Background: an optimization exercise with open tools, aiming at small area, a short achievable clock period and few clock cycles. Do not read the settings as production practice. The RTL was checked by simulation tests, not by an equivalence proof against the original design. No activity file was given, so power comes from the tool's default toggle rates.

## run F
// dsp_exec
module dsp_exec (
    input  wire        clk,
    input  wire        rst,         
    input  wire        in_valid,
    output wire        in_ready,
    input  wire [35:0] in_insn,
    output reg         out_valid,
    input  wire        out_ready,
    output reg  [31:0] out_d,
    output reg  [39:0] out_acc,
    output reg  [15:0] out_st
);
For scale: about 840 flip-flops, ~130 I/O pins.
Settings: LEC_CHECK=0, CAP_MARGIN=20, CORE_MARGIN=2, CORE_UTILIZATION=55, PLACE_DENSITY=0.68, SETUP_SLACK_MARGIN=0.5, SLEW_MARGIN=20; clock period 17.0 ns.
standard.sh (not shown) runs the stock make flow with config.mk's settings and CLKGATE_MAP_FILE= SYNTH_SCRIPT=/design/flow/synth_recipe.tcl, a recipe that flattens the netlist after the stock synthesis.
==> flow/flow/run.sh <==
#!/bin/bash
# Standard ORFS layout (the standard.sh) with two changes to how it is made:
#  - setup repair aims for slack well beyond the 17 ns clock (SETUP_SLACK_MARGIN
#    raised), so repair_timing works the paths down to about 5.4 ns;
#  - the port buffers are buf_2 cells (resizable buf family) instead of the
#    default delay-buffer cell, which MATCH_CELL_FOOTPRINT keeps from resizing.
# Clock, constraints and every other step are unchanged.  Make's output goes to
# flow_make.log; ORFS writes each step's log under orfs/logs.
set -euo pipefail
MARGIN=${MARGIN:-11.6}
bash standard.sh SETUP_SLACK_MARGIN=$MARGIN "BUFFER_PORTS_ARGS=-buffer_cell sky130_fd_sc_hd__buf_2" finish > flow_make.log 2>&1
Testbench counts of run F, summed over its fixed seeds: cycles 32,773.
### run F -> run Y
Settings: ABC_AREA: unset -> 1.
==> flow/flow/run.sh <==
#!/bin/bash
# Standard ORFS layout (the standard.sh) with two changes to how it is made:
#  - setup repair aims for slack well beyond the 17 ns clock (SETUP_SLACK_MARGIN
#    raised), so repair_timing works the paths down to about 5.2 ns;
#  - the port buffers are buf_2 cells (resizable buf family) instead of the
#    default delay-buffer cell, which MATCH_CELL_FOOTPRINT keeps from resizing.
# Clock, constraints and every other step are unchanged.  Make's output goes to
# flow_make.log; ORFS writes each step's log under orfs/logs.
set -euo pipefail
MARGIN=${MARGIN:-11.8}
bash standard.sh SETUP_SLACK_MARGIN=$MARGIN "BUFFER_PORTS_ARGS=-buffer_cell sky130_fd_sc_hd__buf_2" finish > flow_make.log 2>&1
After detailed routing, run F needs less wire than run Y.
Launch point of the worst path: ir_ab -> run Y, ap_sel[2] -> run F
Compared to run F, run Y has global-route usage 0.79 points higher.
Routed length on met2 ends up higher on run Y.
Looking at largest family of logic cells by synthesized area, the compound AO/OA/AOI/OAI gates result is from run F; the simple AND/OR/NAND/NOR gates one comes from run Y.

========
== run 1 ==
Starting RTL as in the previous note.
export LEC_CHECK = 0
export ABC_AREA = 1
export CAP_MARGIN = 20
export CORE_MARGIN = 2
export CORE_UTILIZATION = 52
export PLACE_DENSITY = 0.65
export SETUP_SLACK_MARGIN = 0.5
export SLEW_MARGIN = 20
create_clock -name core_clock -period 17.0 [get_ports {clk}]
==> flow/flow/run.sh <==
#!/bin/bash
# Standard ORFS layout (the standard.sh) with two changes to how it is made:
#  - setup repair aims for slack well beyond the 17 ns clock (SETUP_SLACK_MARGIN
#    raised), so repair_timing works the paths down to about 5.3 ns;
#  - the port buffers are buf_2 cells (resizable buf family) instead of the
#    default delay-buffer cell, which MATCH_CELL_FOOTPRINT keeps from resizing.
# Clock, constraints and every other step are unchanged.  Make's output goes to
# flow_make.log; ORFS writes each step's log under orfs/logs.
set -euo pipefail
MARGIN=${MARGIN:-11.7}
bash standard.sh SETUP_SLACK_MARGIN=$MARGIN "BUFFER_PORTS_ARGS=-buffer_cell sky130_fd_sc_hd__buf_2" finish > flow_make.log 2>&1
Testbench counts of run 1, summed over its fixed seeds: cycles 32,773.
> inputs changed (run 1 -> run 2)
- changing CORE_UTILIZATION from 52 to 55
- changing PLACE_DENSITY from 0.65 to 0.68
- setting CTS_CLUSTER_DIAMETER to 60 for the first time
- removing ABC_AREA (formerly 1)
- setting CTS_CLUSTER_SIZE to 24 for the first time
--- a/flow/flow/run.sh
+++ b/flow/flow/run.sh
@@ -4 +4 @@
-#    raised), so repair_timing works the paths down to about 5.3 ns;
+#    raised), so repair_timing works the paths down to about 5.4 ns;
@@ -10 +10 @@
-MARGIN=${MARGIN:-11.7}
+MARGIN=${MARGIN:-11.6}
==> results.txt <==
Of run 1 and run 2, run 2 shows the lower die outline area, with run 1 above it. Compared with run 1, in run 2 post-route clock period utilization went up, maximum clock frequency lost 4.1%. Relative to run 1, register area share after synthesis increased by 0.50 points in run 2. Against run 1 as the reference, run 2 delivers a higher share of total power in sequential cells. Comparing number of antenna violations at the first check in global routing for run 1 and run 2, the smaller number came from run 1. Post-layout total power in run 2 vs run 1: down 0.0010 W. In the flow results for run 1 and run 2, the number of distinct library cells after synthesis is larger on run 2.
## Diff of input files: run 3 against run 2
- an added ABC_AREA of 1
- a deleted CTS_CLUSTER_DIAMETER that had been 60
- a deleted CTS_CLUSTER_SIZE that had been 24
--- a/flow/flow/run.sh
+++ b/flow/flow/run.sh
@@ -4 +4 @@
-#    raised), so repair_timing works the paths down to about 5.4 ns;
+#    raised), so repair_timing works the paths down to about 5.1 ns;
@@ -10 +10 @@
-MARGIN=${MARGIN:-11.6}
+MARGIN=${MARGIN:-11.9}
Findings:
- When the final numbers for run 3 and run 2 were put side by side, the number of diodes turned out to be greater in run 2.
- Going from run 2 to run 3, total cell area at the placement stage has remained practically unchanged; later-pin clock latency in the skew report has increased; overall power has increased; critical path depth has increased; final worst-path setup slack has increased.
- Relative to run 2, the cell count of run 3 is higher by 1,782.
- [compare] base=run 2 new=run 3: worst slew slack as a fraction of its limit climbed 2.3 points; final standard cell area without fillers climbed 740 um^2; internal power component climbed 7.3%; detailed-route wire length climbed 5300 um.
- Run 3 ended up with sky130_fd_sc_hd__edfxtp_1 as its slowest stage cell on the critical path; run 2 ended up with sky130_fd_sc_hd__nand4_1.
Edits applied to the flow inputs when going from run 3 to run 4:
- ABC_AREA removed (was 1)
--- a/flow/flow/run.sh
+++ b/flow/flow/run.sh
@@ -4 +4 @@
-#    raised), so repair_timing works the paths down to about 5.1 ns;
+#    raised), so repair_timing works the paths down to about 5.6 ns;
@@ -10 +10 @@
-MARGIN=${MARGIN:-11.9}
+MARGIN=${MARGIN:-11.4}
==> results.txt <==
Higher net count of the finished layout goes to run 3 over run 4.
Lower routed wire length among run 4 and run 3: run 4
Re sequential share of layout area: run 4 is 0.44 points up on run 3.
For run 3, the dominant combinational cell family by area after synthesis was simple AND/OR/NAND/NOR gates, unlike run 4, where it was compound AO/OA/AOI/OAI gates.
Compared with run 3, in run 4 worst path setup slack after routing went down by 0.67 ns; met1 routed wirelength after detailed routing shrank by 3.8%.

[static timing again, ports no longer ideal]
No port has a modelled driver above. Below, the same layouts with a new extraction and two added sets of constraints.
Step 1: set_driving_cell puts a clkbuf_16 on clk and a buf_2 on each other input, an assumption about the parent block.
Step 2 moves the port delays by t, midway between the first and last clock arrival at a register: inputs arrive t later, outputs are due t later. That takes back most of the time a late clock gives input paths.
Slacks: ideal / step 1 / step 2; pairs: ideal / step 1.
run	t, ns	setup WS [ns]	latest minus earliest clock arrival (ns)	worst slew at a driven data input, ns	pins driven straight from the clock port
run F	0.756	11.504 / 11.504 / 10.966	0.057 / 0.057	0.07	1
run Y	0.782	11.748 / 11.748 / 11.201	0.052 / 0.052	0.04	1
run 1	0.780	11.637 / 11.637 / 11.090	0.053 / 0.053	0.04	1
run 2	0.766	11.407 / 11.407 / 10.977	0.032 / 0.033	0.07	1
run 3	0.781	11.840 / 11.840 / 11.248	0.048 / 0.048	0.04	1
run 4	0.772	11.166 / 11.166 / 10.785	0.070 / 0.070	0.07	1
After both steps setup and hold are still met in every run listed. For run 3, which loses most, drivers alone change the setup slack by 0.000 ns; drivers and shift together by -0.592 ns.
